Background: an optimization exercise with open tools, aiming at small area, a short achievable clock period and few clock cycles per item. Do not read the settings as production practice.
Only the layout flow was run in this run; the RTL was not checked for function there.
Power figures rest on the tool's default switching activity, not on a simulated workload.

### flow/constraint.sdc
create_clock -name core_clock -period 40.0 [get_ports {clk}]
set_input_delay 8.0000 -clock core_clock [delete_from_list [all_inputs] [get_ports {clk}]]
set_output_delay 8.0000 -clock core_clock [all_outputs]
set_load 0.01 [all_outputs]
### flow/config.mk
export PLATFORM = sky130hd
export DESIGN_NAME = iris4_packer
export DESIGN_NICKNAME = iris4_packer
export VERILOG_FILES = /design/flow/design.v
export SDC_FILE = /design/flow/constraint.sdc
export NUM_CORES = 4
export LEC_CHECK = 0
export CAP_MARGIN = 20
export CORE_MARGIN = 2
export CORE_UTILIZATION = 72
export CTS_CLUSTER_DIAMETER = 90
export CTS_CLUSTER_SIZE = 28
export PLACE_DENSITY = 0.82
export SLEW_MARGIN = 20
### flow/standard.sh
#!/bin/bash
# synth_recipe.tcl (not shown) runs the flow's synth.tcl, then flattens the netlist and writes it again
# the make line also repeats each setting of config.mk as NAME=value (left out here)
make -C /OpenROAD-flow-scripts/flow DESIGN_CONFIG=/design/flow/config.mk WORK_HOME=/design/flow/orfs CLKGATE_MAP_FILE= SYNTH_SCRIPT=/design/flow/synth_recipe.tcl "${@:-finish}"
### flow/design.v
module iris4_scale (
    input  wire [7:0]  ex,
    input  wire [19:0] frh,       
    input  wire        frs,       
    output reg  [7:0]  scale
);
    wire [3:0]  fr = frh[19:16];  
    wire        lo = (|frh[15:0]) | frs;
    reg [7:0] e;
    reg [1:0] f;
    always @* begin
        if (fr[3:1] == 3'd0 || (fr == 4'b0010 && !lo)) begin
            e = ex - 8'd90;  f = 2'd2;                       
        end else if (fr < 4'b0101 || (fr == 4'b0101 && !lo)) begin
            e = ex - 8'd90;  f = 2'd3;                       
        end else if (fr[3:1] < 3'b100 || (fr == 4'b1000 && !lo)) begin
            e = ex - 8'd89;  f = 2'd0;                       
        end else if (fr[3:1] < 3'b111 || (fr == 4'b1110 && !lo)) begin
            e = ex - 8'd89;  f = 2'd1;                       
        end else begin
            e = ex - 8'd89;  f = 2'd2;
        end
        if (ex == 8'd0 || e[7] || (e == 8'd0 && f == 2'd0))
            scale = 8'h01;
        else
            scale = {e[5:0], f};
    end
endmodule
module iris4_quant (
    input  wire        sgn,
    input  wire [7:0]  ex,        
    input  wire [19:0] fr,        
    input  wire        frs,       
    input  wire [15:0] draw,      
    input  wire [7:0]  scale,
    input  wire [1:0]  rnd,       
    output reg  [3:0]  code
);
    localparam RNE = 2'd0, RTZ = 2'd1, RSTO = 2'd2;
    wire [5:0] se = scale[7:2];
    wire [1:0] f  = scale[1:0];
    wire [2:0] D  = {1'b1, f};
    wire over = (ex > 8'h99) ||
                (ex == 8'h99 && ({fr, frs} > {20'h20000, 1'b0}));
    wire lt = fr[19:18] < f;
    wire [7:0] K   = {2'b00, se} + 8'd88;
    wire [8:0] shv = {1'b0, K} - {1'b0, ex};        
    wire       shv_le0 = shv[8] || (shv == 9'd0);
    wire       shv_big = !shv[8] && (shv[7:0] > 8'd21);
    reg  [4:0]  sh;
    reg  [1:0]  u;                
    always @* begin
        if (shv_le0) begin
            sh = {4'd0, !lt};
            if (shv == 9'd0)          u = lt ? 2'd0 : 2'd1;
            else if (shv == 9'h1FF)   u = lt ? 2'd1 : 2'd2;
            else                      u = 2'd2;
        end else begin
            sh = shv_big ? 5'd21 : shv[4:0];
            u  = 2'd0;
        end
    end
    wire [20:0] A  = {ex != 8'd0, fr};
    wire [20:0] Ns = A >> sh;
    reg         st;
    integer i;
    always @* begin
        st = frs;
        for (i = 0; i < 21; i = i + 1)
            if (i < sh) st = st | A[i];
    end
    wire [4:0] T = Ns[20:16];
    reg  [1:0] keep;
    reg  [2:0] rtop;
    always @* begin
        if (T >= {2'b00, D} + {1'b0, D, 1'b0}) begin      
            keep = 2'd3;  rtop = T - ({2'b00, D} + {1'b0, D, 1'b0});
        end else if (T >= {1'b0, D, 1'b0}) begin           
            keep = 2'd2;  rtop = T - {1'b0, D, 1'b0};
        end else if (T >= {2'b00, D}) begin
            keep = 2'd1;  rtop = T - {2'b00, D};
        end else begin
            keep = 2'd0;  rtop = T[2:0];
        end
    end
    wire [2:0] X = D - rtop;
    wire [3:0] rh   = {rtop, Ns[15]};
    wire       lo0  = (Ns[14:0] == 15'd0);
    wire       ne_gt = (rh > {1'b0, D}) || (rh == {1'b0, D} && !lo0);
    wire       ne_eq = (rh == {1'b0, D}) && lo0;
    wire       up_ne = ne_gt || (ne_eq && (st || keep[0]));
    wire [18:0] Ys   = {3'd0, Ns[15:0]} + {1'b0, draw, 2'b00} +
                       (f[0] ? {3'd0, draw} : 19'd0) + (f[1] ? {2'd0, draw, 1'b0} : 19'd0);
    wire        up_so = Ys[18:16] >= X;
    wire up = (rnd == RSTO) ? up_so : (rnd == RNE) ? up_ne : 1'b0;
    reg  [2:0] kr;
    reg  [3:0] halves;
    reg  [2:0] mag;
    always @* begin
        kr = {1'b0, keep} + {2'b00, up};
        case (u)
            2'd0:    halves = {1'b0, kr};
            2'd1:    halves = {kr, 1'b0};
            default: halves = {kr[1:0], 2'b00};
        endcase
        case (halves)
            4'd0:    mag = 3'd0;
            4'd1:    mag = 3'd1;
            4'd2:    mag = 3'd2;
            4'd3:    mag = 3'd3;
            4'd4:    mag = 3'd4;
            4'd6:    mag = 3'd5;
            4'd8:    mag = 3'd6;
            default: mag = 3'd7;
        endcase
        if (over)
            code = {sgn, 3'd7};
        else if (mag == 3'd0)
            code = 4'h0;
        else
            code = {sgn, mag};
    end
endmodule
module iris4_packer (
    input  wire         clk,
    input  wire         rst,
    input  wire         in_valid,
    output wire         in_ready,
    input  wire [31:0]  in_data,
    input  wire [15:0]  in_draw,
    input  wire         in_last,
    input  wire [1:0]   in_rnd,
    input  wire         in_sat,
    input  wire         in_flush,
    output wire         out_valid,
    input  wire         out_ready,
    output wire [7:0]   out_scale,
    output wire [127:0] out_codes,
    output wire [5:0]   out_nsat,
    output wire [5:0]   out_nflush,
    output wire [5:0]   out_nnan
);
    localparam integer NR  = 34;                 
    localparam integer TAP = NR - 2;             
    localparam integer W   = 46;                 
    reg  [W-1:0]  ring [0:NR-1];
    reg  [NR-1:0] rv;            
    reg  [5:0]    skip;          
    reg  [5:0]    gap;           
    reg           ready;         
    reg           blk_open;      
    reg           new0;          
    reg           r0_last;       
    reg  [1:0]    r0_rnd;        
    reg           r0_sat;
    reg           r0_flush;
    reg  [7:0]   acc_sc;         
    reg          acc_nz;         
    reg          acc_nb;         
    reg  [5:0]   acc_nnn;        
    reg  [5:0]   acc_nov;        
    reg  [5:0]   acc_nfl;        
    reg  [1:0]   acc_rnd;
    reg          acc_done;       
    reg          acc_empty;      
    reg  [4:0]   acc_cnt;        
    reg          d1_v;
    reg  [7:0]   d1_scale;
    reg  [1:0]   d1_rnd;
    reg  [4:0]   d1_cnt;         
    reg  [5:0]   d1_nflush;
    reg  [5:0]   d1_n;           
    reg  [7:0]   cur_scale;
    reg  [4:0]   cur_cnt;        
    reg  [1:0]   cur_rnd;
    reg          act;            
    reg  [4:0]   idx;
    reg          ovalid;
    reg  [7:0]   scale;
    reg  [127:0] codes;
    reg  [5:0]   nsat;
    reg  [5:0]   nflush;
    reg  [5:0]   nnan;
    assign in_ready   = ready;
    assign out_valid  = ovalid;
    assign out_scale  = scale;
    assign out_codes  = codes;
    assign out_nsat   = nsat;
    assign out_nflush = nflush;
    assign out_nnan   = nnan;
    wire         in_fire = in_valid && in_ready;
    wire [W-1:0] in_slot = {in_draw, in_data[31:3], |in_data[2:0]};
    wire [W-1:0] e0      = ring[0];
    wire         e_last  = r0_last;
    wire [7:0]   e_ex    = e0[28:21];
    wire         e_mnz   = (e0[20:1] != 20'd0) || e0[0];
    wire         e_isnan = (e_ex == 8'hFF) && e_mnz;
    wire         e_flsh  = r0_flush && (e_ex == 8'd0) && e_mnz;
    wire         e_over  = !e_isnan && ((e_ex > 8'h99) ||
                           (e_ex == 8'h99 && ({e0[20:1], e0[0]} > {20'h20000, 1'b0})));
    wire         e_nz    = !e_isnan && !e_flsh && ((e_ex != 8'd0) || e_mnz);
    wire [7:0] e_sc0, e_sc;
    iris4_scale u_scale (
        .ex    (e_ex),
        .frh   (e0[20:1]),
        .frs   (e0[0]),
        .scale (e_sc0)
    );
    assign e_sc = e_over ? 8'hFE : e_sc0;
    wire [7:0] acc_scale = acc_nb ? 8'hFF : acc_nz ? acc_sc : 8'h00;
    wire [5:0] acc_nsat  = acc_nb ? 6'd0 : acc_nov;
    wire [5:0] acc_nnan  = acc_nb ? acc_nnn : 6'd0;
    wire [W-1:0] t      = ring[TAP];
    wire         t_last = (idx == cur_cnt);
    wire         first  = !act;
    wire [3:0] q_code;
    iris4_quant u_quant (
        .sgn   (t[29]),
        .ex    (t[28:21]),
        .fr    (t[20:1]),
        .frs   (t[0]),
        .draw  (t[45:30]),
        .scale (cur_scale),
        .rnd   (cur_rnd),
        .code  (q_code)
    );
    wire [3:0] code = (cur_scale == 8'hFF) ? 4'h8 :
                      (cur_scale == 8'h00) ? 4'h0 : q_code;
    wire t_base   = rv[TAP] && (skip == 6'd0);
    wire t_sure   = t_base && (act || ((d1_v || acc_done) && !ovalid));
    wire t_cond   = t_base && !act && (d1_v || acc_done);
    wire take     = t_sure || (t_cond && out_ready);
    wire d1_take  = take && first && d1_v;
    wire acc_take = take && first && !d1_v;
    wire xfer     = acc_done && !d1_v;
    wire xfer0    = xfer;
    wire xfer1    = xfer;
    wire acc_free = xfer;
    wire [NR-2:0] rv_lo   = {rv[TAP-1:0], in_ready ? in_valid : rv[NR-1]};
    wire [5:0]    skip0   = (skip != 6'd0) ? skip - 6'd1 : rv[TAP] ? NR - 1 : 6'd0;
    wire [5:0]    skip1   = 6'd0;                
    wire [5:0]    gap0    = (gap == NR - 1) ? 6'd0 : gap + 6'd1;
    wire          accd0   = new0 ? e_last : (acc_done && d1_v);
    wire          accd1   = accd0;
    wire          d1v0    = acc_done || d1_v;
    wire          d1v1    = !first && (acc_done || d1_v);
    wire busy00 = (accd0 && d1v0);               
    wire busy01 = (accd1 && d1v1);               
    wire busy10 = (accd0 || d1v0);               
    wire busy11 = (accd1 || d1v1);
    reg  [TAP:0]  late0;
    integer p;
    always @* begin
        for (p = 0; p <= TAP; p = p + 1)
            late0[p] = rv_lo[p] && (p + skip0 >= TAP + 1);
    end
    wire nolate0 = !(|late0);                    
    wire slot00 = !rv[TAP] && (blk_open ? (gap0 == 6'd0) : nolate0);
    wire slot01 = !blk_open || (gap0 == 6'd0);   
    wire slot10 = !rv[TAP] && (in_last ? nolate0 : 1'b1);
    wire slot11 = 1'b1;
    wire rdy00 = slot00 && !busy00;
    wire rdy01 = slot01 && !busy01;
    wire rdy10 = slot10 && !(in_last ? busy10 : busy00);
    wire rdy11 = slot11 && !(in_last ? busy11 : busy01);
    wire ready_n = in_fire ? (take ? rdy11 : rdy10) : (take ? rdy01 : rdy00);
    wire [7:0] d1s0 = xfer0 ? acc_scale : d1_scale;
    wire [7:0] d1s1 = xfer1 ? acc_scale : d1_scale;
    wire [1:0] d1r0 = xfer0 ? acc_rnd   : d1_rnd;
    wire [1:0] d1r1 = xfer1 ? acc_rnd   : d1_rnd;
    wire       a_init    = acc_empty || acc_done;
    wire [7:0] acc_sc_n  = (a_init || e_sc > acc_sc) ? e_sc : acc_sc;
    wire       acc_nz_n  = (a_init ? 1'b0 : acc_nz) | e_nz;
    wire       acc_nb_n  = (a_init ? 1'b0 : acc_nb) | e_isnan | (e_over && !r0_sat);
    wire [7:0] accs_new  = acc_nb_n ? 8'hFF : acc_nz_n ? acc_sc_n : 8'h00;
    wire [7:0] accs      = new0 ? accs_new : acc_scale;
    wire [1:0] accr      = new0 ? r0_rnd : acc_rnd;
    wire [7:0] cur0 = act     ? cur_scale : d1v0 ? d1s0 : accs;
    wire [7:0] cur1 = !t_last ? cur_scale : d1v1 ? d1s1 : accs;
    wire [1:0] crn0 = act     ? cur_rnd   : d1v0 ? d1r0 : accr;
    wire [1:0] crn1 = !t_last ? cur_rnd   : d1v1 ? d1r1 : accr;
    wire [4:0] d1c0 = xfer0 ? acc_cnt : d1_cnt;
    wire [4:0] d1c1 = xfer1 ? acc_cnt : d1_cnt;
    wire [4:0] accc = new0 ? (a_init ? 5'd0 : acc_cnt + 5'd1) : acc_cnt;
    wire [4:0] ccn0 = act     ? cur_cnt : d1v0 ? d1c0 : accc;
    wire [4:0] ccn1 = !t_last ? cur_cnt : d1v1 ? d1c1 : accc;
    integer i;
    wire        hdr_ld = take && first;
    wire [25:0] hdr_new = {cur_scale,
                           d1_v ? (d1_scale == 8'hFF ? 6'd0 : d1_n) : acc_nsat,
                           d1_v ? d1_nflush : acc_nfl,
                           d1_v ? (d1_scale == 8'hFF ? d1_n : 6'd0) : acc_nnan};
    reg  [127:0] codes_n;
    reg          c_sel, c_clr;
    always @* begin
        for (i = 0; i < 32; i = i + 1) begin
            c_sel = take && (idx == i);
            c_clr = take && first;
            codes_n[4*i +: 4] = ({4{c_sel}} & code) | ({4{!c_sel && !c_clr}} & codes[4*i +: 4]);
        end
    end
    always @(posedge clk) begin
        {scale, nsat, nflush, nnan} <= ({26{hdr_ld}} & hdr_new) |
                                       ({26{!hdr_ld}} & {scale, nsat, nflush, nnan});
        codes <= codes_n;
    end
    always @(posedge clk) begin
        for (i = 1; i < NR; i = i + 1)
            ring[i] <= ring[i-1];
        ring[0]  <= in_ready ? in_slot : ring[NR-1];
        r0_last  <= in_last;
        r0_rnd   <= in_rnd;
        r0_sat   <= in_sat;
        r0_flush <= in_flush;
        if (rst) begin
            rv       <= {NR{1'b0}};
            skip     <= 6'd0;
            gap      <= 6'd0;
            ready    <= 1'b1;
            blk_open <= 1'b0;
            new0     <= 1'b0;
            acc_done <= 1'b0;
            acc_empty <= 1'b1;
            cur_scale <= 8'd0;
            cur_cnt  <= 5'd0;
            cur_rnd  <= 2'd0;
            d1_v     <= 1'b0;
            act      <= 1'b0;
            idx      <= 5'd0;
            ovalid   <= 1'b0;
        end else begin
            rv       <= {rv[TAP] && !take, rv_lo};
            skip     <= take ? skip1 : skip0;
            gap      <= in_fire ? 6'd0 : gap0;
            ready    <= ready_n;
            blk_open <= in_fire ? !in_last : blk_open;
            new0     <= in_fire;
            cur_scale <= take ? cur1  : cur0;
            cur_cnt   <= take ? ccn1  : ccn0;
            cur_rnd   <= take ? crn1  : crn0;
            if (new0) begin
                acc_sc    <= acc_sc_n;
                acc_nz    <= acc_nz_n;
                acc_nb    <= acc_nb_n;
                acc_nnn   <= (a_init ? 6'd0 : acc_nnn) + {5'd0, !e_isnan};
                acc_nov   <= (a_init ? 6'd0 : acc_nov) + {5'd0, e_over};
                acc_nfl   <= (a_init ? 6'd0 : acc_nfl) + {5'd0, e_flsh};
                acc_rnd   <= r0_rnd;
                acc_cnt   <= a_init ? 5'd0 : acc_cnt + 5'd1;
                acc_done  <= e_last;
                acc_empty <= 1'b0;
            end else if (acc_free) begin
                acc_done  <= 1'b0;
                acc_empty <= 1'b1;
            end
            if (xfer) begin
                d1_v      <= !acc_take;
                d1_scale  <= acc_scale;
                d1_rnd    <= acc_rnd;
                d1_cnt    <= acc_cnt;
                d1_n      <= acc_nb ? acc_nnn : acc_nov;
                d1_nflush <= acc_nfl;
            end else if (d1_take) begin
                d1_v <= 1'b0;
            end
            if (ovalid && out_ready)
                ovalid <= 1'b0;
            if (take) begin
                if (t_last) begin
                    ovalid <= 1'b1;
                    act    <= 1'b0;
                    idx    <= 5'd0;
                end else begin
                    act    <= 1'b1;
                    idx    <= idx + 5'd1;
                end
            end
        end
    end
endmodule
### flow/flow/run.sh
#!/bin/bash
# Standard layout, with the ports buffered by a plain buffer and timing
# repair asked to leave more setup slack than the clock needs.
set -euo pipefail
export BUFFER_PORTS_ARGS="-buffer_cell sky130_fd_sc_hd__buf_2"
bash standard.sh SETUP_SLACK_MARGIN=30.8 SKIP_GATE_CLONING=1 finish > standard.log 2>&1
==> results.sh <==
export IMPL_detail_route_wl_per_cell_um=21.2
export IMPL_dpl_cell_area_sq_um=52700
export IMPL_cp_required_ns=32.00
export IMPL_fin_area_sq_um=55900
export IMPL_path_max_fanout=1
export IMPL_synth_area_per_cell_sq_um=13.2
export IMPL_path_cells="buf_2"
export IMPL_grt_pass1_vias=28042
export IMPL_min_from="ring[14][24]$_DFF_P_"
export IMPL_cp_slowest_stage_delay_ns=0.51
export IMPL_drt_iter0_drc=2657
export IMPL_ys_ff_latch=1859
export IMPL_leakagePower_nw=23.1
export IMPL_die_width_um=269
export IMPL_start_kind="flop"
export IMPL_slew_violations=0
export IMPL_drc=0
export IMPL_clockBufferDepth=3
export IMPL_rr_endpoint="codes[61]$_DFF_P_"
export IMPL_synthToLayoutAreaGrowth_pct=10.5
export IMPL_r2r_start="cur_scale[5]$_SDFFE_PP0P_"
export IMPL_outcome="timing/DRC/antenna clean"
export IMPL_synth_cell_types=90
export IMPL_hold_slack_ns=0.325
export IMPL_dr_pass1_iters=6
export IMPL_hold_end="ring[15][24]$_DFF_P_"
export IMPL_fmax_ghz=0.107
export IMPL_setup_viol=0
export IMPL_cts_tree="done"
export IMPL_path_buf_inv=1
export IMPL_die_area_sq_um=72400
export IMPL_place_inst=4878
export IMPL_synth_flop_cell="dfxtp_1"
export IMPL_synth_cell_area_sq_um=50600
export IMPL_wl_met3_mm=6.62
export IMPL_htree_levels=3
export IMPL_synth_cells=3827
export IMPL_hold_violations=0
export IMPL_grt_max_degree=88
export IMPL_synthArstFlopShare=0
export IMPL_reg2reg_setup_slack_ns=31.18
export IMPL_wirelength_mm=107
export IMPL_grt_overflow_total=0
export IMPL_clock_root_buffer="clkbuf_16"
export IMPL_relSlewSlack=0.312
export IMPL_yosysTopAreaCellShare=0.701
export IMPL_grt_pass1_wl_mm=161
export IMPL_clock_sinks=1859
export IMPL_reg2reg_depth=37
export IMPL_clkTransAtPathRegs_ns=0.11
export IMPL_arrival_ns=1.38
export IMPL_top_layer="met5"
export IMPL_dp_hpwl_mm=65.3
export IMPL_portBuffers=212
export IMPL_ys_seq_area_frac=0.753
export IMPL_power_density_nw_per_um2=87.4
export IMPL_maxCapViolCount=0
export IMPL_ys_top_cells_by_area="dfxtp_1 (70%), edfxtp_1 (5.2%), ha_1 (2.8%)"
export IMPL_clkLatencyLatePin_ns=0.68
export IMPL_vias_per_cell=5.66
export IMPL_finalPower_mw=4.88
export IMPL_grt_setup_unrepaired="true"
export IMPL_die_h_um=269
export IMPL_rows=97
export IMPL_endpoint_kind="output port"
export IMPL_m1WireLength_mm=45.4
export IMPL_grt_total_usage=0.290
export IMPL_critPathKind="reg -> out"
export IMPL_nets=4272
export IMPL_fin_cells=5027
export IMPL_fin_crit_sh=0.235
export IMPL_initial_core_util=0.725
export IMPL_ir_drop_mv=0.102
export IMPL_yosys_area_top_type="dfxtp_1"
export IMPL_ios=213
export IMPL_ys_warn_count=4
export IMPL_wl_met2_mm=51.6
export IMPL_tightestPinTransition_ns=1.03
export IMPL_drive_above_1_share=0.152
export IMPL_synth_edff_count=88
export IMPL_core_sq_um=69800
export IMPL_hp_class="reg -> reg"
export IMPL_finClkSkew_ns=0.0285
export IMPL_via_count=28444
export IMPL_antenna_found_initial=6
export IMPL_ctsHoldBuffers=0
export IMPL_worst_path_max_delay_cell="edfxtp_1"
export IMPL_setup_tns_final_ns=0
export IMPL_synth_net_count=4031
export IMPL_final_min_clock_period_ns=9.38
export IMPL_critical_path_top_delay_family="flip-flops"
export IMPL_cts_made_buffers=76
export IMPL_hold_depth=0
export IMPL_globalplace_congestion=0.945
export IMPL_ant_nets=0
layout make-up:
type,instances,area (sq um)
Sequential cell,1859,38200
Fill cell,3825,13900
Multi-Input combinational cell,1712,12100
Clock buffer,86,1950
Timing Repair Buffer,286,1810
Tap cell,940,1180
Inverter,133,507
Clock inverter,8,184
Antenna cell,3,7.51
repair_timing:
item	CTS	global route
pin swaps	9	5
resized for setup	68	116
endpoints found under the setup margin	225	230
cloned	0	0
setup buffers	29	22
synth_stat cells, drive strengths merged (5+ instances only):
cell type and instances:
dfxtp 1771, nand2 257, o21ai 232, nand3 163, inv 132, a21oi 124
nor2 123, ha 113, clkbuf 92, edfxtp 88, mux2 67, nor2b 59
mux2i 55, xnor2 45, a211oi 35, fa 34, nor3 33, buf 31
o22ai 27, nand2b 25, a21o 22, a31oi 21, and2 20, xor2 20
o211ai 19, nand4 18, a22oi 15, and3 15, or3 14, nor4 13
a2111oi 12, or2 12, o21a 10, a21boi 9, o221ai 8, a221oi 7
o31ai 6, a32oi 5, nor4b 5, o41ai 5
routing by layer:
metal,vias to the layer above,global-route usage
li1,13322,-
met1,13864,0.398
met2,1056,0.477
met3,198,0.0426
met4,4,0.102
met5,-,0
through the flow:
step,setup slack [ns],util
2_1_floorplan,30.04,-
3_3_place_gp,29.06,0.755
3_5_place_dp,28.96,0.755
4_1_cts,30.57,0.792
5_1_grt,30.53,0.801
6_report,30.62,0.801
cells in the final DEF (no fill, tap or decap), drive strengths merged, types with 59 or more instances in the layout:
cell type  count
o21ai        232
dfxtp       1771
mux2          67
nor2b         59
nor2         123
nand2        257
nand3        163
clkbuf        88
inv          132
ha           113
a21oi        124
buf          284
edfxtp        88
worst max path at each step:
| stage | start | endpoint | slack, ns | depth (start not counted) |
|---|---|---|---|---|
| floorplan | out_ready | cur_cnt[0]$_SDFFE_PP0P_ | 30.04 | 11 |
| global placement | out_ready | cur_scale[4]$_SDFFE_PP0P_ | 29.06 | 11 |
| detailed placement | out_ready | cur_scale[2]$_SDFFE_PP0P_ | 28.96 | 11 |
| CTS | in_valid | ready$_SDFF_PP1_ | 30.57 | 13 |
| global route | in_valid | ready$_SDFF_PP1_ | 30.53 | 13 |
| finish | flop | out_scale[7] | 30.62 | 1 |
sequential cells by signal, indices dropped and copies added (netlist names), 6 cells and up, named ones only:
register and count:
ring 1564, codes 128, rv 34, acc_sc 8
cur_scale 8, d1_scale 8, acc_nfl 6, acc_nnn 6
acc_nov 6, d1_n 6, d1_nflush 6, gap 6
skip 6
cell families after synthesis:
group | Yosys count | share of synthesized area
AO/OA/AOI/OAI | 603 | 0.0744
XOR/XNOR | 65 | 0.0113
adder cells (fa/ha/maj) | 147 | 0.0414
buffers and inverters | 256 | 0.0197
flip-flops | 1859 | 0.753
multiplexers | 122 | 0.0258
AND/OR/NAND/NOR | 775 | 0.0738
where the power goes:
group	internal [mW]	switching (mW)	total (mW)
clock	0.358	0.537	0.895
sequential	2.32	0.184	2.51
combinational	0.527	0.954	1.48

-- afterwards: timing with drivers on the ports --
How much do the figures lean on ideal ports? The routed layout below was timed once more, with nothing changed but the port constraints.
Step 1 (the two cells are an assumption about what drives the block):
set clk [get_ports {clk}]
set_driving_cell -lib_cell sky130_fd_sc_hd__clkbuf_16 $clk
set_driving_cell -lib_cell sky130_fd_sc_hd__buf_2 [delete_from_list [all_inputs] $clk]
Step 2 also shifts input and output timing later by t, the mid clock arrival at the registers, as if the neighbouring blocks saw the same clock.
a / b / c = ideal ports / drivers / drivers and shift; a / b = the first two.
shift t [ns]: 0.732
slack for setup (ns): 30.618 / 30.546 / 29.928
slew at the worst register clock pin (ns): 0.11 / 0.11
After both steps this run still meets setup and hold. For this run, drivers alone change the setup slack by -0.072 ns; drivers and shift together by -0.690 ns.
